This is an optimization exercise on Yosys and OpenROAD, whose aim is small area, a short achievable clock period and few clock cycles per item, not a production implementation.
No functional check of the RTL was part of any run shown here.

### flow/run.sh
#!/bin/bash
set -euo pipefail
bash standard.sh "BUFFER_PORTS_ARGS=-buffer_cell sky130_fd_sc_hd__buf_1" finish > flow_make.log 2>&1
### standard.sh
#!/bin/bash
# synth_recipe.tcl (not shown) runs the flow's synth.tcl, then flattens the netlist and writes it again
# the make line also repeats each setting of config.mk as NAME=value (left out here)
make -C /OpenROAD-flow-scripts/flow DESIGN_CONFIG=/design/flow/config.mk WORK_HOME=/design/flow/orfs CLKGATE_MAP_FILE= SYNTH_SCRIPT=/design/flow/synth_recipe.tcl "${@:-finish}"
### config.mk
export PLATFORM = sky130hd
export DESIGN_NAME = prl_tag_engine
export DESIGN_NICKNAME = prl_tag_engine
export VERILOG_FILES = /design/flow/design.v
export SDC_FILE = /design/flow/constraint.sdc
export NUM_CORES = 8
export LEC_CHECK = 0
export CAP_MARGIN = 20
export CORE_MARGIN = 2
export CORE_UTILIZATION = 40
export CTS_CLUSTER_DIAMETER = 100
export CTS_CLUSTER_SIZE = 20
export PLACE_DENSITY = 0.6
export SETUP_SLACK_MARGIN = 4.8
export SLEW_MARGIN = 20
export SYNTH_HIERARCHICAL = 1
### constraint.sdc
create_clock -name core_clock -period 8.0 [get_ports {clk}]
set_input_delay 1.6000 -clock core_clock [delete_from_list [all_inputs] [get_ports {clk}]]
set_output_delay 1.6000 -clock core_clock [all_outputs]
set_load 0.01 [all_outputs]
### design.v
module aes_sbox_a (
    input  wire [7:0]  a,
    output wire [13:0] m
);
    sbx_x2 g1 (.a(a[7]), .b(a[4]), .y(m[9]));
    sbx_x2 g2 (.a(a[7]), .b(a[2]), .y(m[2]));
    wire T3;
    sbx_x2 g3 (.a(a[7]), .b(a[1]), .y(T3));
    wire T4;
    sbx_x2 g4 (.a(a[4]), .b(a[2]), .y(T4));
    wire T5;
    sbx_x2 g5 (.a(a[3]), .b(a[1]), .y(T5));
    sbx_x2 g6 (.a(m[9]), .b(T5), .y(m[1]));
    wire T7;
    sbx_x2 g7 (.a(a[6]), .b(a[5]), .y(T7));
    sbx_x2 g8 (.a(a[0]), .b(m[1]), .y(m[4]));
    sbx_x2 g9 (.a(a[0]), .b(T7), .y(m[7]));
    wire T10;
    sbx_x2 g10 (.a(T7), .b(m[1]), .y(T10));
    wire T11;
    sbx_x2 g11 (.a(a[6]), .b(a[2]), .y(T11));
    wire T12;
    sbx_x2 g12 (.a(a[5]), .b(a[2]), .y(T12));
    wire T13;
    sbx_x2 g13 (.a(T3), .b(T4), .y(T13));
    sbx_x2 g14 (.a(T11), .b(m[1]), .y(m[8]));
    wire T15;
    sbx_x2 g15 (.a(T5), .b(T11), .y(T15));
    sbx_x2 g16 (.a(T5), .b(T12), .y(m[0]));
    wire T17;
    sbx_x2 g17 (.a(m[7]), .b(m[0]), .y(T17));
    wire X1;
    sbx_x2 g18 (.a(a[4]), .b(a[0]), .y(X1));
    sbx_x2 g19 (.a(T7), .b(X1), .y(m[6]));
    wire T20;
    sbx_x2 g20 (.a(m[9]), .b(m[6]), .y(T20));
    wire X2;
    sbx_x2 g21 (.a(a[1]), .b(a[0]), .y(X2));
    wire T22;
    sbx_x2 g22 (.a(T7), .b(X2), .y(T22));
    sbx_x2 g23 (.a(m[2]), .b(T22), .y(m[3]));
    sbx_x2 g24 (.a(T3), .b(m[0]), .y(m[5]));
    wire T27;
    sbx_x2 g25 (.a(m[9]), .b(T12), .y(T27));
    wire M1_n;
    sbx_na2 g26 (.a(T13), .b(m[1]), .y(M1_n));
    wire M2_n;
    sbx_na2 g27 (.a(m[3]), .b(m[4]), .y(M2_n));
    wire M4_n;
    sbx_na2 g28 (.a(m[6]), .b(a[0]), .y(M4_n));
    wire M6_n;
    sbx_na2 g29 (.a(T3), .b(m[0]), .y(M6_n));
    wire M7_n;
    sbx_na2 g30 (.a(T22), .b(m[7]), .y(M7_n));
    wire M9_n;
    sbx_na2 g31 (.a(T20), .b(T17), .y(M9_n));
    wire M11_n;
    sbx_na2 g32 (.a(m[9]), .b(T15), .y(M11_n));
    wire M12_n;
    sbx_na2 g33 (.a(T4), .b(T27), .y(M12_n));
    wire M13;
    sbx_x2 g34 (.a(M12_n), .b(M11_n), .y(M13));
    wire M14_n;
    sbx_na2 g35 (.a(m[2]), .b(T10), .y(M14_n));
    wire X3;
    sbx_xn2 g36 (.a(M1_n), .b(m[8]), .y(X3));
    wire X4;
    sbx_xn2 g37 (.a(M2_n), .b(M13), .y(X4));
    wire M20;
    sbx_x2 g38 (.a(X3), .b(X4), .y(M20));
    wire X5;
    sbx_xn2 g39 (.a(m[2]), .b(M4_n), .y(X5));
    wire X6;
    sbx_x2 g40 (.a(M1_n), .b(M11_n), .y(X6));
    wire X7;
    sbx_xn2 g41 (.a(T10), .b(M14_n), .y(X7));
    wire X8;
    sbx_x2 g42 (.a(X5), .b(X6), .y(X8));
    wire M21;
    sbx_x2 g43 (.a(X7), .b(X8), .y(M21));
    wire X9;
    sbx_x2 g44 (.a(M6_n), .b(M7_n), .y(X9));
    wire X10;
    sbx_x2 g45 (.a(m[5]), .b(M13), .y(X10));
    wire M22;
    sbx_x2 g46 (.a(X9), .b(X10), .y(M22));
    wire X11;
    sbx_x2 g47 (.a(M6_n), .b(M11_n), .y(X11));
    wire X12;
    sbx_x2 g48 (.a(T20), .b(T17), .y(X12));
    wire X13;
    sbx_x2 g49 (.a(M9_n), .b(M14_n), .y(X13));
    wire X14;
    sbx_x2 g50 (.a(X11), .b(X12), .y(X14));
    wire M23;
    sbx_x2 g51 (.a(X13), .b(X14), .y(M23));
    wire M24_n;
    sbx_xn2 g52 (.a(M22), .b(M23), .y(M24_n));
    wire M25_n;
    sbx_na2 g53 (.a(M22), .b(M20), .y(M25_n));
    wire M26_n;
    sbx_x2 g54 (.a(M21), .b(M25_n), .y(M26_n));
    wire M27_n;
    sbx_xn2 g55 (.a(M20), .b(M21), .y(M27_n));
    wire M28_n;
    sbx_x2 g56 (.a(M23), .b(M25_n), .y(M28_n));
    wire M29;
    sbx_no2 g57 (.a(M28_n), .b(M27_n), .y(M29));
    wire M30;
    sbx_no2 g58 (.a(M26_n), .b(M24_n), .y(M30));
    wire M31_n;
    sbx_na2 g59 (.a(M20), .b(M23), .y(M31_n));
    wire M32;
    sbx_no2 g60 (.a(M27_n), .b(M31_n), .y(M32));
    wire M34_n;
    sbx_na2 g61 (.a(M21), .b(M22), .y(M34_n));
    wire M35;
    sbx_no2 g62 (.a(M24_n), .b(M34_n), .y(M35));
    sbx_x2 g63 (.a(M21), .b(M29), .y(m[13]));
    wire X15;
    sbx_x2 g64 (.a(M25_n), .b(M27_n), .y(X15));
    sbx_x2 g65 (.a(M32), .b(X15), .y(m[12]));
    sbx_x2 g66 (.a(M23), .b(M30), .y(m[11]));
    wire X16;
    sbx_x2 g67 (.a(M25_n), .b(M24_n), .y(X16));
    sbx_x2 g68 (.a(M35), .b(X16), .y(m[10]));
endmodule
module aes_sbox_b (
    input  wire [13:0] m,
    output wire [7:0]  y
);
    wire T10;
    sbx_x2 g69 (.a(m[7]), .b(m[4]), .y(T10));
    wire T13;
    sbx_x2 g70 (.a(m[6]), .b(m[3]), .y(T13));
    wire T15;
    sbx_x2 g71 (.a(m[9]), .b(m[8]), .y(T15));
    wire T17;
    sbx_x2 g72 (.a(m[7]), .b(m[0]), .y(T17));
    wire T20;
    sbx_x2 g73 (.a(m[9]), .b(m[6]), .y(T20));
    wire T22;
    sbx_x2 g74 (.a(m[3]), .b(m[2]), .y(T22));
    wire T27;
    sbx_x2 g75 (.a(m[1]), .b(m[0]), .y(T27));
    wire T3;
    sbx_x2 g76 (.a(m[5]), .b(m[0]), .y(T3));
    wire T4;
    sbx_x2 g77 (.a(m[9]), .b(m[2]), .y(T4));
    wire U7;
    sbx_x2 g78 (.a(m[4]), .b(m[1]), .y(U7));
    wire M41;
    sbx_x2 g79 (.a(m[12]), .b(m[10]), .y(M41));
    wire M42;
    sbx_x2 g80 (.a(m[13]), .b(m[11]), .y(M42));
    wire M43;
    sbx_x2 g81 (.a(m[13]), .b(m[12]), .y(M43));
    wire M44;
    sbx_x2 g82 (.a(m[11]), .b(m[10]), .y(M44));
    wire M45;
    sbx_x2 g83 (.a(M42), .b(M41), .y(M45));
    wire M46_n;
    sbx_na2 g84 (.a(M44), .b(m[1]), .y(M46_n));
    wire M47_n;
    sbx_na2 g85 (.a(m[10]), .b(m[4]), .y(M47_n));
    wire M48_n;
    sbx_na2 g86 (.a(m[11]), .b(U7), .y(M48_n));
    wire M49_n;
    sbx_na2 g87 (.a(M43), .b(m[0]), .y(M49_n));
    wire M50_n;
    sbx_na2 g88 (.a(m[12]), .b(m[7]), .y(M50_n));
    wire M51_n;
    sbx_na2 g89 (.a(m[13]), .b(T17), .y(M51_n));
    wire M52_n;
    sbx_na2 g90 (.a(M42), .b(T15), .y(M52_n));
    wire M53_n;
    sbx_na2 g91 (.a(M45), .b(T27), .y(M53_n));
    wire M54_n;
    sbx_na2 g92 (.a(M41), .b(T10), .y(M54_n));
    wire M55_n;
    sbx_na2 g93 (.a(M44), .b(T13), .y(M55_n));
    wire M56_n;
    sbx_na2 g94 (.a(m[10]), .b(m[3]), .y(M56_n));
    wire M57_n;
    sbx_na2 g95 (.a(m[11]), .b(m[6]), .y(M57_n));
    wire M58_n;
    sbx_na2 g96 (.a(M43), .b(T3), .y(M58_n));
    wire M59_n;
    sbx_na2 g97 (.a(m[12]), .b(T22), .y(M59_n));
    wire M60_n;
    sbx_na2 g98 (.a(m[13]), .b(T20), .y(M60_n));
    wire M61_n;
    sbx_na2 g99 (.a(M42), .b(m[9]), .y(M61_n));
    wire M62_n;
    sbx_na2 g100 (.a(M45), .b(T4), .y(M62_n));
    wire M63_n;
    sbx_na2 g101 (.a(M41), .b(m[2]), .y(M63_n));
    wire L0;
    sbx_x2 g102 (.a(M61_n), .b(M62_n), .y(L0));
    wire L1;
    sbx_x2 g103 (.a(M50_n), .b(M56_n), .y(L1));
    wire L2;
    sbx_x2 g104 (.a(M46_n), .b(M48_n), .y(L2));
    wire L3;
    sbx_x2 g105 (.a(M47_n), .b(M55_n), .y(L3));
    wire L4;
    sbx_x2 g106 (.a(M54_n), .b(M58_n), .y(L4));
    wire X1;
    sbx_x2 g107 (.a(M49_n), .b(M61_n), .y(X1));
    wire L6;
    sbx_xn2 g108 (.a(M62_n), .b(X1), .y(L6));
    wire L7;
    sbx_xn2 g109 (.a(M46_n), .b(L3), .y(L7));
    wire L8;
    sbx_x2 g110 (.a(M51_n), .b(M59_n), .y(L8));
    wire L9;
    sbx_x2 g111 (.a(M52_n), .b(M53_n), .y(L9));
    wire L10;
    sbx_xn2 g112 (.a(M53_n), .b(L4), .y(L10));
    wire L11;
    sbx_xn2 g113 (.a(M60_n), .b(L2), .y(L11));
    wire X2;
    sbx_xn2 g114 (.a(M55_n), .b(L1), .y(X2));
    wire X3;
    sbx_x2 g115 (.a(X2), .b(L6), .y(X3));
    sbx_x2 g116 (.a(L9), .b(X3), .y(y[7]));
    wire X4;
    sbx_xn2 g117 (.a(M56_n), .b(L0), .y(X4));
    wire X5;
    sbx_x2 g118 (.a(L7), .b(L9), .y(X5));
    sbx_xn2 g119 (.a(X4), .b(X5), .y(y[6]));
    wire X6;
    sbx_x2 g120 (.a(M63_n), .b(M52_n), .y(X6));
    wire X7;
    sbx_xn2 g121 (.a(M61_n), .b(L4), .y(X7));
    wire X8;
    sbx_x2 g122 (.a(X6), .b(L11), .y(X8));
    sbx_xn2 g123 (.a(X7), .b(X8), .y(y[5]));
    wire X9;
    sbx_x2 g124 (.a(L1), .b(L6), .y(X9));
    sbx_x2 g125 (.a(L7), .b(X9), .y(y[4]));
    wire X10;
    sbx_xn2 g126 (.a(L1), .b(M48_n), .y(X10));
    wire X11;
    sbx_xn2 g127 (.a(M51_n), .b(L3), .y(X11));
    wire X12;
    sbx_x2 g128 (.a(X10), .b(L0), .y(X12));
    sbx_x2 g129 (.a(X11), .b(X12), .y(y[3]));
    wire X13;
    sbx_xn2 g130 (.a(M57_n), .b(L1), .y(X13));
    wire X14;
    sbx_x2 g131 (.a(X13), .b(L6), .y(X14));
    wire X15;
    sbx_x2 g132 (.a(L10), .b(L11), .y(X15));
    sbx_x2 g133 (.a(X14), .b(X15), .y(y[2]));
    wire X16;
    sbx_xn2 g134 (.a(M50_n), .b(L8), .y(X16));
    wire X17;
    sbx_x2 g135 (.a(L0), .b(L10), .y(X17));
    sbx_xn2 g136 (.a(X16), .b(X17), .y(y[1]));
    wire X18;
    sbx_xn2 g137 (.a(M58_n), .b(L8), .y(X18));
    wire X19;
    sbx_x2 g138 (.a(L2), .b(L6), .y(X19));
    sbx_xn2 g139 (.a(X18), .b(X19), .y(y[0]));
endmodule
module aes_sbox (
    input  wire [7:0] a,
    output wire [7:0] y
);
    wire [13:0] m;
    aes_sbox_a u_a (.a(a), .m(m));
    aes_sbox_b u_b (.m(m), .y(y));
endmodule
module sbx_x2 (input wire a, input wire b, output wire y);
    assign y = a ^ b;
endmodule
module sbx_xn2 (input wire a, input wire b, output wire y);
    assign y = ~(a ^ b);
endmodule
module sbx_na2 (input wire a, input wire b, output wire y);
    assign y = ~(a & b);
endmodule
module sbx_no2 (input wire a, input wire b, output wire y);
    assign y = ~(a | b);
endmodule
module sbx_an2 (input wire a, input wire b, output wire y);
    assign y = ~a & b;
endmodule
module aes_round_a (
    input  wire [127:0] state_in,
    output wire [223:0] mid
);
    genvar i;
    generate
        for (i = 0; i < 16; i = i + 1) begin : g_sub
            aes_sbox_a u_sbox (.a(state_in[127 - 8*i -: 8]), .m(mid[223 - 14*i -: 14]));
        end
    endgenerate
endmodule
module aes_round_b #(
    parameter LOAD = 1             
) (
    input  wire [223:0] mid,
    input  wire [127:0] add_in,
    input  wire         keep,
    output wire [127:0] state_out,
    output wire [127:0] sub_out        
);
    wire [7:0] sb [0:15];
    wire [7:0] sr [0:15];
    genvar i, j;
    generate
        for (i = 0; i < 16; i = i + 1) begin : g_sub
            aes_sbox_b u_sbox (.m(mid[223 - 14*i -: 14]), .y(sb[i]));
        end
    endgenerate
    generate
        for (i = 0; i < 16; i = i + 1) begin : g_shift
            assign sr[i] = sb[(i + 4 * (i % 4)) % 16];
            assign sub_out[127 - 8*i -: 8] = sr[i];
        end
    endgenerate
    generate
        for (i = 0; i < 4; i = i + 1) begin : g_mix
            wire [7:0] a [0:3];       
            wire [7:0] p [0:3];
            wire [7:0] v [0:3];       
            wire [7:0] w [0:3];       
            wire [7:0] q [0:3];       
            genvar k;
            for (k = 0; k < 4; k = k + 1) begin : g_byte
                for (j = 0; j < 8; j = j + 1) begin : g_bit
                    if (LOAD != 0) begin : g_gate
                        sbx_na2 u_g (.a(sr[4*i + k][j]), .b(keep), .y(a[k][j]));
                    end else begin : g_pass
                        assign a[k][j] = sr[4*i + k][j];
                    end
                end
            end
            for (k = 0; k < 4; k = k + 1) begin : g_col
                for (j = 0; j < 8; j = j + 1) begin : g_bit
                    sbx_x2 u_p (.a(a[k][j]), .b(a[(k + 1) % 4][j]), .y(p[k][j]));
                    sbx_x2 u_v (.a(a[(k + 1) % 4][j]), .b(add_in[127 - 32*i - 8*k - 7 + j]), .y(v[k][j]));
                end
                for (j = 0; j < 8; j = j + 1) begin : g_out
                    if (j == 0) begin : g_q0
                        sbx_x2 u_q (.a(p[k][7]), .b(p[(k + 2) % 4][0]), .y(q[k][0]));
                    end else begin : g_qj
                        sbx_x2 u_q (.a(p[k][j-1]), .b(p[(k + 2) % 4][j]), .y(q[k][j]));
                    end
                    if (j == 1 || j == 3 || j == 4) begin : g_r
                        sbx_x2 u_w (.a(v[k][j]), .b(p[k][7]), .y(w[k][j]));
                    end else begin : g_n
                        assign w[k][j] = v[k][j];
                    end
                    if (LOAD != 0) begin : g_inv
                        sbx_xn2 u_b (.a(q[k][j]), .b(w[k][j]), .y(state_out[127 - 32*i - 8*k - 7 + j]));
                    end else begin : g_pos
                        sbx_x2 u_b (.a(q[k][j]), .b(w[k][j]), .y(state_out[127 - 32*i - 8*k - 7 + j]));
                    end
                end
            end
        end
    endgenerate
endmodule
module aes256_key_step_a #(
    parameter ROT = 1              
) (
    input  wire [127:0] prev,
    input  wire [127:0] last,
    input  wire [7:0]   rcon,
    output wire [7:0]   p0_hi,     
    output wire [95:0]  p123,      
    output wire [55:0]  mid
);
    wire [31:0] w3  = last[31:0];
    wire [31:0] rot = ROT != 0 ? {w3[23:0], w3[31:24]} : w3;
    aes_sbox_a u_s0 (.a(rot[31:24]), .m(mid[55:42]));
    aes_sbox_a u_s1 (.a(rot[23:16]), .m(mid[41:28]));
    aes_sbox_a u_s2 (.a(rot[15:8]),  .m(mid[27:14]));
    aes_sbox_a u_s3 (.a(rot[7:0]),   .m(mid[13:0]));
    wire [31:0] rc  = ROT != 0 ? {rcon, 24'h000000} : 32'h00000000;
    wire [31:0] w0  = prev[127:96];
    wire [31:0] w01 = w0 ^ prev[95:64];
    wire [31:0] w02 = w01 ^ prev[63:32];
    wire [31:0] w03 = w01 ^ (prev[63:32] ^ prev[31:0]);
    assign p0_hi = w0[31:24] ^ rc[31:24];
    assign p123  = {w01 ^ rc, w02 ^ rc, w03 ^ rc};
endmodule
module aes256_key_step_b #(
    parameter LOAD = 1             
) (
    input  wire [127:0] p,
    input  wire [55:0]  mid,
    input  wire         load,
    input  wire         gate,
    input  wire [127:0] load_val,
    output wire [127:0] next
);
    wire [31:0] sub;
    aes_sbox_b u_s0 (.m(mid[55:42]), .y(sub[31:24]));
    aes_sbox_b u_s1 (.m(mid[41:28]), .y(sub[23:16]));
    aes_sbox_b u_s2 (.m(mid[27:14]), .y(sub[15:8]));
    aes_sbox_b u_s3 (.m(mid[13:0]),  .y(sub[7:0]));
    wire [127:0] base = (LOAD != 0 && load) ? load_val : p;
    wire [31:0]  s    = sub & {32{~(LOAD != 0 && gate)}};
    assign next = {s, s, s, s} ^ base;
endmodule
module prl_tag_engine (
    input  wire         clk,
    input  wire         rst,           
    input  wire         cmd_valid,
    output wire         cmd_ready,
    input  wire [1:0]   cmd_op,        
    input  wire [1:0]   cmd_ksel,      
    input  wire [255:0] cmd_key,       
    input  wire [47:0]  cmd_frame,     
    input  wire [4:0]   cmd_pair,
    input  wire [7:0]   cmd_place,
    input  wire [7:0]   cmd_where,
    input  wire [3:0]   cmd_elem,
    input  wire [11:0]  cmd_obj,
    input  wire [2:0]   cmd_kind,
    input  wire [7:0]   cmd_state,
    output wire         tag_valid,
    input  wire         tag_ready,
    output wire [63:0]  tag,
    output wire         key_a_present,
    output wire         key_b_present
);
    localparam [1:0] OP_TAG   = 2'd0;
    localparam [1:0] OP_LOAD  = 2'd1;
    localparam [1:0] OP_CLEAR = 2'd2;
    localparam integer RUN = 10, PL = 9, SB = 8, OK = 7, PK = 6;
    localparam integer CW = 11;
    reg [255:0] key_a, key_b;
    reg [127:0] l_a, l_b;
    reg         key_a_ok, key_b_ok;
    reg         crdy;          
    reg [1:0]   op_q;          
    reg [1:0]   ksel_q;
    reg [CW-1:0] c_a1, c_a2, c_b1, c_b2;
    reg [127:0] st_a, st_b;
    reg [255:0] kst_a, kst_b;
    reg [223:0] mid_a, mid_b;
    reg [127:0] krk_a, krk_b;
    reg [127:0] kp_a, kp_b;
    reg [55:0]  kmid_a, kmid_b;
    reg         ld;            
    reg         sel;           
    reg         lpend;         
    reg         lpb;
    reg         lst;           
    reg         dl;            
    reg         park_in;       
    reg         park_on;       
    reg [7:0]   rcon;          
    reg [62:0]  t_q;           
    reg         t_v;
    reg [2:0]   nsq;           
    reg [2:0]   hsq;           
    wire fire    = crdy && cmd_valid;
    wire do_tag  = fire && op_q == OP_TAG;
    wire do_load = fire && op_q == OP_LOAD && !ksel_q[1];
    wire key_wr  = crdy && op_q == OP_LOAD && !ksel_q[1];
    wire do_clr  = fire && op_q == OP_CLEAR;
    wire m_last  = c_b2[RUN] && c_b2[2:0] == 3'd7;
    wire l_wr    = m_last &&  c_b2[PL];
    wire pop     = t_v && tag_ready;
    function has_tag;
        input [CW-1:0] c;
        has_tag = (c[RUN] && c[2:0] == 3'd7 && !c[PL]) || c[PK];
    endfunction
    wire [223:0] mid_a_n;
    aes_round_a u_ra1 (.state_in(st_a), .mid(mid_a_n));
    wire [7:0]   kp_a_n0;
    wire [95:0]  kp_a_n123;
    wire [55:0]  kmid_a_n;
    aes256_key_step_a #(.ROT(1)) u_ka1 (
        .prev     (kst_a[255:128]),
        .last     (kst_a[127:0]),
        .rcon     (rcon),
        .p0_hi    (kp_a_n0),
        .p123     (kp_a_n123),
        .mid      (kmid_a_n)
    );
    wire [127:0] kp_a_n = {kp_a_n0, kst_a[247:224], kp_a_n123};
    wire [127:0] st_b_n, sub_a_unused;
    aes_round_b #(.LOAD(0)) u_ra2 (
        .mid       (mid_a),
        .add_in    (krk_a),
        .keep      (1'b1),
        .state_out (st_b_n),
        .sub_out   (sub_a_unused)
    );
    wire [127:0] rk_b_n;
    aes256_key_step_b #(.LOAD(0)) u_ka2 (
        .p        (kp_a),
        .mid      (kmid_a),
        .load     (1'b0),
        .gate     (1'b0),
        .load_val (128'd0),
        .next     (rk_b_n)
    );
    wire [223:0] mid_b_n;
    aes_round_a u_rb1 (.state_in(st_b), .mid(mid_b_n));
    wire [7:0]   kp_b_n0_unused;
    wire [95:0]  kp_b_n123;
    wire [55:0]  kmid_b_n;
    aes256_key_step_a #(.ROT(0)) u_kb1 (
        .prev     (kst_b[255:128]),
        .last     (kst_b[127:0]),
        .rcon     (8'h00),
        .p0_hi    (kp_b_n0_unused),
        .p123     (kp_b_n123),
        .mid      (kmid_b_n)
    );
    wire [127:0] kp_b_n = {kst_b[255:224], kp_b_n123};
    wire [255:0] slot_key = sel ? key_b : key_a;
    wire [127:0] slot_l   = sel ? l_b : l_a;
    wire [127:0] cmd_msg = {cmd_frame, 3'b000, cmd_pair, cmd_place, cmd_where,
                            4'h0, cmd_elem, 4'h0, cmd_obj, 5'b00000, cmd_kind,
                            cmd_state, 16'h0000};
    wire [127:0] k1       = {slot_l[126:0], 1'b0} ^ (slot_l[127] ? 128'h87 : 128'h0);
    wire [127:0] msg_k1   = (cmd_msg ^ k1) & {128{ld && !lst}};
    wire [127:0] kst_hi_n = ld ? slot_key[255:128] : krk_b;
    wire [127:0] st_a_n, sub_b;
    aes_round_b #(.LOAD(1)) u_rb2 (
        .mid       (mid_b),
        .add_in    (kst_hi_n ^ msg_k1),
        .keep      (!ld),
        .state_out (st_a_n),
        .sub_out   (sub_b)
    );
    wire [127:0] fin = sub_b ^ krk_b;
    wire [127:0] rk_a_n;
    aes256_key_step_b #(.LOAD(1)) u_kb2 (
        .p        (kp_b),
        .mid      (kmid_b),
        .load     (ld || park_in),
        .gate     (ld || park_in || park_on),
        .load_val ({park_in ? fin[127:66] : slot_key[127:66], slot_key[65:0]}),
        .next     (rk_a_n)
    );
    wire slot_ok = !ksel_q[1] && (ksel_q[0] ? key_b_ok : key_a_ok);
    reg [CW-1:0] c_a1_n;
    always @(*) begin
        if (lst)
            c_a1_n = {1'b1, 1'b1, lpb, 1'b0, 1'b0, 3'd0, 3'd1};
        else if (do_tag)
            c_a1_n = {1'b1, 1'b0, ksel_q[0], slot_ok, 1'b0, nsq, 3'd1};
        else if (has_tag(c_b2) && !dl)
            c_a1_n = {1'b0, 1'b0, c_b2[SB], c_b2[OK], 1'b1, c_b2[5:3], 3'd0};
        else if (c_b2[RUN] && !m_last)
            c_a1_n = {c_b2[CW-1:3], c_b2[2:0] + 3'd1};
        else
            c_a1_n = {CW{1'b0}};
    end
    wire       t_v_n = dl || (t_v && !tag_ready);
    wire [2:0] hsq_n = hsq + {2'b00, dl};
    wire dl_n   = has_tag(c_b1) && c_b1[5:3] == hsq_n && !t_v_n;
    wire park_in_n = has_tag(c_b1) && !c_b1[PK] && !dl_n;
    wire park_on_n = c_b1[PK] && !dl_n;
    reg [7:0] rcon_n;
    always @(*) begin
        case (c_a1_n[2:0])
            3'd1:    rcon_n = 8'h01;
            3'd2:    rcon_n = 8'h02;
            3'd3:    rcon_n = 8'h04;
            3'd4:    rcon_n = 8'h08;
            3'd5:    rcon_n = 8'h10;
            3'd6:    rcon_n = 8'h20;
            3'd7:    rcon_n = 8'h40;
            default: rcon_n = 8'h00;
        endcase
    end
    wire free_n  = (!c_b1[RUN] && !c_b1[PK]) || dl_n;
    wire ld_n    = free_n;
    wire lpend_n = (lpend && !lst) || do_load;
    wire lpb_n   = do_load ? ksel_q[0] : lpb;
    wire lst_n   = lpend_n && free_n;
    function lbusy;
        input [CW-1:0] c;
        input       s;
        lbusy = c[RUN] && c[PL] && c[SB] == s;
    endfunction
    wire lbusy_a = (lpend_n && !lpb_n) ||
                   lbusy(c_a1_n, 1'b0) || lbusy(c_a1, 1'b0) ||
                   lbusy(c_a2, 1'b0)   || lbusy(c_b1, 1'b0);
    wire lbusy_b = (lpend_n && lpb_n) ||
                   lbusy(c_a1_n, 1'b1) || lbusy(c_a1, 1'b1) ||
                   lbusy(c_a2, 1'b1)   || lbusy(c_b1, 1'b1);
    wire lconf   = (cmd_op == OP_TAG && !cmd_ksel[1] && (cmd_ksel[0] ? lbusy_b : lbusy_a)) ||
                   (cmd_op == OP_LOAD && (lbusy_a || lbusy_b));
    wire [61:0] mac = c_b2[PK] ? kp_b[127:66] : fin[127:66];
    wire [62:0] tin = {c_b2[OK] & c_b2[SB], mac & {62{c_b2[OK]}}};
    always @(posedge clk) begin
        op_q   <= cmd_op;
        ksel_q <= cmd_ksel;
        sel    <= lst_n ? lpb_n : cmd_ksel[0];
        lpb    <= lpb_n;
        mid_a  <= mid_a_n;
        krk_a  <= kst_a[127:0];
        kp_a   <= kp_a_n;
        kmid_a <= kmid_a_n;
        st_b   <= st_b_n;
        kst_b  <= {krk_a, rk_b_n};
        mid_b  <= mid_b_n;
        krk_b  <= kst_b[127:0];
        kp_b   <= {kp_b_n[127:96], c_b1[PK] ? kst_b[223:194] : kp_b_n[95:66], kp_b_n[65:0]};
        kmid_b <= kmid_b_n;
        st_a   <= st_a_n;
        kst_a  <= {kst_hi_n, rk_a_n};
        if (key_wr && !ksel_q[0]) key_a <= cmd_key;
        if (key_wr &&  ksel_q[0]) key_b <= cmd_key;
        if (l_wr && !c_b2[SB]) l_a <= fin;
        if (l_wr &&  c_b2[SB]) l_b <= fin;
        if (dl) t_q <= tin;
        if (rst) begin
            crdy     <= 1'b0;
            key_a_ok <= 1'b0;
            key_b_ok <= 1'b0;
            c_a1     <= {CW{1'b0}};
            c_a2     <= {CW{1'b0}};
            c_b1     <= {CW{1'b0}};
            c_b2     <= {CW{1'b0}};
            ld       <= 1'b1;
            lpend    <= 1'b0;
            lst      <= 1'b0;
            dl       <= 1'b0;
            park_in  <= 1'b0;
            park_on  <= 1'b0;
            rcon     <= 8'h00;
            t_v      <= 1'b0;
            nsq      <= 3'd0;
            hsq      <= 3'd0;
        end else begin
            crdy  <= cmd_valid && !fire && free_n && !lst_n && !lconf;
            lpend <= lpend_n;
            lst   <= lst_n;
            c_a1  <= c_a1_n;
            c_a2  <= c_a1;
            c_b1  <= c_a2;
            c_b2  <= c_b1;
            ld    <= ld_n;
            dl    <= dl_n;
            park_in <= park_in_n;
            park_on <= park_on_n;
            rcon  <= rcon_n;
            t_v   <= t_v_n;
            hsq   <= hsq_n;
            if (do_tag) nsq <= nsq + 3'd1;
            if (do_load && !ksel_q[0]) key_a_ok <= 1'b1;
            if (do_load &&  ksel_q[0]) key_b_ok <= 1'b1;
            if (do_clr) begin
                key_a_ok <= 1'b0;
                key_b_ok <= 1'b0;
            end
        end
    end
    assign cmd_ready     = crdy;
    assign tag_valid     = t_v;
    assign tag           = {1'b0, t_q};
    assign key_a_present = key_a_ok;
    assign key_b_present = key_b_ok;
endmodule
==> results of run 1 <==
metrics by stage:
stage / worst slack, ps / instances / hold slack (ps) / util, %
global route: 4641 / 17210 / 285.3 / 46.23
global placement: 4135 / 16722 / 309.6 / 42.25
detailed placement: 4115 / 16723 / 312.1 / 42.27
CTS: 4614 / 17065 / 259.0 / 44.78
floorplan: 3217 / 11979 / 309.6 / -
finish: 4689 / 17221 / 267.2 / 46.24
worst min path at each step:
| stage | start | end | slack [ps] |
|---|---|---|---|
| after CTS | kst_b[117]$_DFF_P_ | krk_b[117]$_DFF_P_ | 260 |
| after floorplan | kst_a[100]$_DFF_P_ | krk_a[100]$_DFF_P_ | 310 |
| after detailed placement | kst_a[103]$_DFF_P_ | krk_a[103]$_DFF_P_ | 310 |
| final | kst_b[117]$_DFF_P_ | krk_b[117]$_DFF_P_ | 270 |
| after global placement | kst_b[50]$_DFF_P_ | krk_b[50]$_DFF_P_ | 310 |
| after global routing | kst_b[89]$_DFF_P_ | krk_b[89]$_DFF_P_ | 290 |
layout make-up:
type	count	area share, %
Multi-Input combinational cell	9025	49.77
Sequential cell	2744	40.81
Tap cell	4407	3.551
Clock buffer	261	2.931
Timing Repair Buffer	720	2.663
Clock inverter	22	0.1797
Inverter	28	0.07011
Antenna cell	13	0.02095
Timing Repair inverter	1	0.003223
registers in the layout (all words and copies together), names as in the netlist, 3 cells and up:
signal	flops
key_a	256
key_b	256
kst_a	256
kst_b	256
mid_a	224
mid_b	224
kp_a	128
kp_b	128
krk_a	128
krk_b	128
l_a	128
l_b	128
st_a	128
st_b	128
t_q	63
kmid_a	56
kmid_b	56
c_a1	11
c_a2	11
c_b1	11
c_b2	11
rcon	7
hsq	3
nsq	3
per-layer routing:
metal	up-vias	track usage, %	routed length, microns
met4	2	14.09	28800
met5	-	0	13
met2	2481	40.27	203200
li1	38804	-	-
met3	585	2.996	26610
met1	40789	34.50	193900
layout by cell type (no fill, tap or decap), types with 135 or more instances in the layout:
cell / count
clkbuf_16: 166
buf_1: 423
dfxtp_1: 1835
buf_4: 267
nor2_1: 341
mux2i_1: 436
xor2_2: 559
xnor2_1: 1280
nand2_1: 1479
edfxtp_1: 831
xor2_1: 4061
a21oi_1: 135
xnor2_2: 157
repair_timing:
| action | CTS | global route |
|---|---|---|
| hold endpoints to repair | 0 | 0 |
| endpoints found under the setup margin | 435 | 463 |
| buffers inserted | 58 | 142 |
| pin swaps | 51 | 130 |
| gates cloned | 1 | 0 |
| gates resized for setup | 430 | 522 |
==> flow_summary.yaml, run 1 <==
status:
  status: "complete, no violations"
worst_setup_path:
  r2r_slack_ps: 4740
  path_depth: 1
  worstSetupPathType: "flop to primary output"
  timing.rr.start: "mid_b[53]$_DFF_P_"
  slowest_delay_ps: 570
  critPathTopFamily: "flip-flops"
  rr_worst_depth: 10
  regToRegEndpoint: "st_a[18]$_DFF_P_"
  path_cells: "clkbuf_2"
  worstPathArrival_ps: 1710
  cp-endpoint: "tag[61]"
  critical_path_buf_inv_count: 1
  crit_slowest_cell: "edfxtp_1"
  critPathRequiredTime_ps: 6400
  worstSetupStartpoint: "t_q[61]$_DFFE_PP_"
  crit_fanout: 1
  startpoint_type: "flop"
  worst_setup_path_end_kind: "primary output"
synthesis:
  yosysWarningCount: 9
  syn_area_sq_um: 134700
  syn_inst: 11978
  avgSynthCellArea_sq_um: 11.24
cells_and_area:
  regArea_sq_um: 63370
  fillers: 31198
  multi_input_area_sq_um: 77280
  drive_above_1_share_pct: 12.15
  area_growth_pct: 15.30
  fin_area_sq_um: 155300
  nNetsFinal: 13048
clock_network:
  htreeDepth: 4
  cts.reportedPaths.clkPinSlew_ps: 90
  hold_buffers: 0
  cts.sinks: 2744
  cts_made_buffers: 163
  cts_tree: "done"
  clk_latency_ps: 940
  cts-root-buf: "clkbuf_16"
  cts_buffer_depth: 4
sta:
  tns_ps: 0
  maxSlewHeadroom_pct: 14.18
  rsz0062_at_grt: "yes"
  fin_crit_ps: 3311
  finalHoldViolCount: 0
  fmax_ghz: 0.3020
  fin_crit_sh_pct: 41.39
  final_max_slew_viol_count: 0
  setup_viol: 0
  tightest_slew_ps: 1278
  skew_ps: 92.79
floorplan:
  num_io_pins: 428
  rows: 213
  die_area_sq_um: 341300
  start_util_pct: 40.10
  fp.dieH_microns: 584.2
  coreArea_sq_um: 335800
  die_x_microns: 584.2
routing:
  route.detailed.drc: 0
  ant_nets: 0
  first_iter_violations: 7392
  viasPerCell: 4.800
  dr_total_vias: 82661
  drt_wl_total_microns: 452600
  first_pass_iters: 6
  avgRoutedWirePerCell_microns: 26.28
placed_design:
  placed_cell_area_sq_um: 141900
  place.gp.congestion: 0.9948
  place_hpwl_microns: 364000
  portBuffers: 426
global_route:
  antenna_found_initial: 22
  grt_pass1_vias: 80098
  grt_pass1_wl_microns: 611400
  grt_max_degree: 125
  overflow: 0
  track_usage_pct: 25.67
worst_hold_path:
  min_path_type: "flop to flop"
  holdPathStages: 0
job:
  drv_cap: 0
==> inputs of run 2 (changes only) <==
--- a/design.v
+++ b/design.v
@@ -393,9 +393,11 @@
 ) (
     input  wire [127:0] p,
     input  wire [55:0]  mid,
-    input  wire         load,
+    input  wire         load,      
+    input  wire         park,      
     input  wire         gate,
     input  wire [127:0] load_val,
+    input  wire [61:0]  park_val,
     output wire [127:0] next
 );
     wire [31:0] sub;
@@ -403,7 +405,12 @@
     aes_sbox_b u_s1 (.m(mid[41:28]), .y(sub[23:16]));
     aes_sbox_b u_s2 (.m(mid[27:14]), .y(sub[15:8]));
     aes_sbox_b u_s3 (.m(mid[13:0]),  .y(sub[7:0]));
-    wire [127:0] base = (LOAD != 0 && load) ? load_val : p;
+    wire         ld_  = LOAD != 0 && load;
+    wire         pk_  = LOAD != 0 && park;
+    wire [61:0]  base_hi = ({62{ld_}} & load_val[127:66]) | ({62{pk_}} & park_val) |
+                           ({62{~ld_ & ~pk_}} & p[127:66]);
+    wire [65:0]  base_lo = ({66{ld_ | pk_}} & load_val[65:0]) | ({66{~ld_ & ~pk_}} & p[65:0]);
+    wire [127:0] base    = {base_hi, base_lo};
     wire [31:0]  s    = sub & {32{~(LOAD != 0 && gate)}};
     assign next = {s, s, s, s} ^ base;
 endmodule
@@ -452,6 +459,7 @@
     reg         lpend;         
     reg         lpb;
     reg         lst;           
+    reg         ldm;           
     reg         dl;            
     reg         park_in;       
     reg         park_on;       
@@ -499,8 +507,10 @@
         .p        (kp_a),
         .mid      (kmid_a),
         .load     (1'b0),
+        .park     (1'b0),
         .gate     (1'b0),
         .load_val (128'd0),
+        .park_val (62'd0),
         .next     (rk_b_n)
     );
     wire [223:0] mid_b_n;
@@ -523,7 +533,7 @@
                             4'h0, cmd_elem, 4'h0, cmd_obj, 5'b00000, cmd_kind,
                             cmd_state, 16'h0000};
     wire [127:0] k1       = {slot_l[126:0], 1'b0} ^ (slot_l[127] ? 128'h87 : 128'h0);
-    wire [127:0] msg_k1   = (cmd_msg ^ k1) & {128{ld && !lst}};
+    wire [127:0] msg_k1   = (cmd_msg ^ k1) & {128{ldm}};
     wire [127:0] kst_hi_n = ld ? slot_key[255:128] : krk_b;
     wire [127:0] st_a_n, sub_b;
     aes_round_b #(.LOAD(1)) u_rb2 (
@@ -538,9 +548,11 @@
     aes256_key_step_b #(.LOAD(1)) u_kb2 (
         .p        (kp_b),
         .mid      (kmid_b),
-        .load     (ld || park_in),
+        .load     (ld),
+        .park     (park_in),
         .gate     (ld || park_in || park_on),
-        .load_val ({park_in ? fin[127:66] : slot_key[127:66], slot_key[65:0]}),
+        .load_val (slot_key[127:0]),
+        .park_val (fin[127:66]),
         .next     (rk_a_n)
     );
     wire slot_ok = !ksel_q[1] && (ksel_q[0] ? key_b_ok : key_a_ok);
@@ -628,6 +640,7 @@
             ld       <= 1'b1;
             lpend    <= 1'b0;
             lst      <= 1'b0;
+            ldm      <= 1'b0;
             dl       <= 1'b0;
             park_in  <= 1'b0;
             park_on  <= 1'b0;
@@ -639,6 +652,7 @@
             crdy  <= cmd_valid && !fire && free_n && !lst_n && !lconf;
             lpend <= lpend_n;
             lst   <= lst_n;
+            ldm   <= ld_n && !lst_n;
             c_a1  <= c_a1_n;
             c_a2  <= c_a1;
             c_b1  <= c_a2;
--- a/config.mk
+++ b/config.mk
@@ -11,6 +11,6 @@
 export CTS_CLUSTER_DIAMETER = 100
 export CTS_CLUSTER_SIZE = 20
 export PLACE_DENSITY = 0.6
-export SETUP_SLACK_MARGIN = 4.8
+export SETUP_SLACK_MARGIN = 4.9
 export SLEW_MARGIN = 20
 export SYNTH_HIERARCHICAL = 1
==> run 2 against run 1 <==
Effect of this change: first-iteration DRC count hardly changed; sequential share of layout area is 0.76 points lower; clock skew shrank 6.1 ps; still clean; non-clock buffer count grew 78; global-route usage grew 0.87 points; highest routed layer is now met4; synthesized area down 0.11%; die area is 0.11% lower; via count rose by 1.0%; flip-flop and latch count up 1.
==> flow_summary.yaml, run 2 <==
status:
  status: "complete, no violations"
routing:
  first_pass_iters: 6
  viasPerCell: 4.843
  drt_wl_total_microns: 468200
  ant_nets: 0
  dr_total_vias: 83489
  first_iter_violations: 7399
  avgRoutedWirePerCell_microns: 27.16
  route.detailed.drc: 0
placed_design:
  place_hpwl_microns: 371900
  portBuffers: 426
  place.gp.congestion: 1.019
  placed_cell_area_sq_um: 142200
  pre_cts_ws_ps: 4175
global_route:
  grtUsageMet3_pct: 3.667
  grt-busiest-layer: "met2"
  antenna_found_initial: 18
  use_met2_pct: 41.88
  overflow: 0
  grt_pass1_wl_microns: 629100
  grt_max_degree: 141
  grt_pass1_vias: 80854
  met1_usage_pct: 35.72
  track_usage_pct: 26.54
worst_setup_path:
  r2r_slack_ps: 4860
  critPathTopFamily: "flip-flops"
  slowest_delay_ps: 580
  crit_slowest_cell: "edfxtp_1"
  timing.rr.start: "mid_a[137]$_DFF_P_"
  critical_path_buf_inv_count: 1
  path_cells: "buf_1"
  worstPathArrival_ps: 1680
  worst_setup_path_end_kind: "primary output"
  rr_worst_depth: 9
  regToRegEndpoint: "st_b[2]$_DFF_P_"
  worstSetupPathType: "flop to primary output"
  critPathRequiredTime_ps: 6400
  startpoint_type: "flop"
  crit_fanout: 1
clock_network:
  cts.sinks: 2745
  cts_made_buffers: 168
  cts.reportedPaths.clkPinSlew_ps: 100
  clk_latency_ps: 920
  cts_tree: "done"
  htreeDepth: 4
  hold_buffers: 0
  cts-root-buf: "clkbuf_16"
  cts_buffer_depth: 4
job:
  drv_cap: 0
sta:
  whs_ps: 309.2
  finalHoldViolCount: 0
  setup_viol: 0
  fmax_ghz: 0.3049
  final_max_slew_viol_count: 0
  setup_slack_ps: 4721
  maxSlewHeadroom_pct: 22.66
  skew_ps: 86.70
  fin_crit_ps: 3279
  tightest_slew_ps: 1159
  tns_ps: 0
  fin_crit_sh_pct: 40.99
  rsz0062_at_grt: "yes"
floorplan:
  start_util_pct: 40.25
  die_area_sq_um: 340900
  rows: 212
  coreArea_sq_um: 334200
  die_x_microns: 583.9
  num_io_pins: 428
  fp.dieH_microns: 583.9
synthesis:
  syn_area_sq_um: 134500
  avgSynthCellArea_sq_um: 11.27
  syn_inst: 11933
  yosysWarningCount: 9
cells_and_area:
  final_cell_mix: "3,867 x xor2_1, 1,770 x dfxtp_1, 1,398 x nand2_1"
  drive_above_1_share_pct: 15.96
  mostFrequentLayoutCell: "xor2_1"
  post-route-util_pct: 47.43
  fin_area_sq_um: 158500
  nNetsFinal: 13082
  area_growth_pct: 17.84
worst_hold_path:
  min_to: "krk_b[56]$_DFF_P_"
  holdPathStages: 0
  hold_start: "kst_b[56]$_DFF_P_"
  min_path_type: "flop to flop"
[run 2: cell count changes in the layout (fill, tap and decap cells not counted), sizes merged, moves of 7 or more]
cell and change:
nor2 -38, nand3 +7, a22o +62, inv +11, mux2i -152, xor2 -28, buf +66, o21ai -61
nand2 -36, clkbuf +14, xnor2 +28, mux2 +90, a21oi +69
[run 2: routing by layer]
metal	vias up	share of wire, %
li1	38773	-
met5	-	0
met3	601	6.0
met4	0	5.8
met2	2610	45
met1	41505	43
[run 2: layout make-up]
type / instances / area [sq um]
antenna: 11 / 27.53
clock buffer: 264 / 4606
clock inverter: 30 / 471.7
fill: 30600 / 175700
inverter: 35 / 135.1
multi-input combinational: 8969 / 79170
sequential: 2745 / 63490
tap: 4387 / 5489
timing repair buffer: 798 / 5124
[run 2: timing repair]
item / in CTS / in global routing
pin swaps: 82 / 162
cloned: 1 / 0
setup buffers: 100 / 158
setup endpoints to repair: 560 / 522
gates resized for setup: 559 / 751
[run 2: metrics by stage]
| stage | std cells |
|---|---|
| after detailed placement | 16675 |
| after global placement | 16675 |
| after floorplan | 11934 |
| after CTS | 17070 |
| after global routing | 17229 |
| final | 17239 |
[run 2: worst max path at each step]
| stage | cells past startpoint | from | endpoint | slack, ps |
|---|---|---|---|---|
| floorplan | 3 | op_q[1]$_DFF_P_ | key_a[0]$_DFFE_PP_ | 660 |
| global placement | 7 | sel$_DFF_P_ | st_a[65]$_DFF_P_ | 4190 |
| detailed placement | 10 | mid_b[209]$_DFF_P_ | st_a[12]$_DFF_P_ | 4180 |
| CTS | 1 | t_q[61]$_DFFE_PP_ | tag[61] | 4670 |
| global route | 1 | t_q[61]$_DFFE_PP_ | tag[61] | 4710 |
| finish | 1 | t_q[61]$_DFFE_PP_ | tag[61] | 4720 |

## static timing again, ports no longer ideal
How much do the figures lean on ideal ports? The routed layouts below were timed once more, with nothing changed but the port constraints. Step 1, drivers: a clkbuf_16 drives clk and a buf_2 each remaining input, both assumed. Step 2 times the ports against the registers' clock, not the clock port: input delays grow and output delays shrink by t, the midpoint of the rising clock arrivals with the driver on. Three values: no drivers, after step 1, after step 2; two values: the first two.
run | t (ns) | slack for setup (ns) | worst slew at a driven data input, ns
run 1 | 0.998 | 4.689 / 4.585 / 4.491 | 0.33
run 2 | 0.980 | 4.721 / 4.618 / 4.374 | 0.15
After both steps setup and hold are still met in every run listed. The setup slack of run 2, which loses most, moves by -0.103 ns with the drivers and by -0.347 ns with both steps.
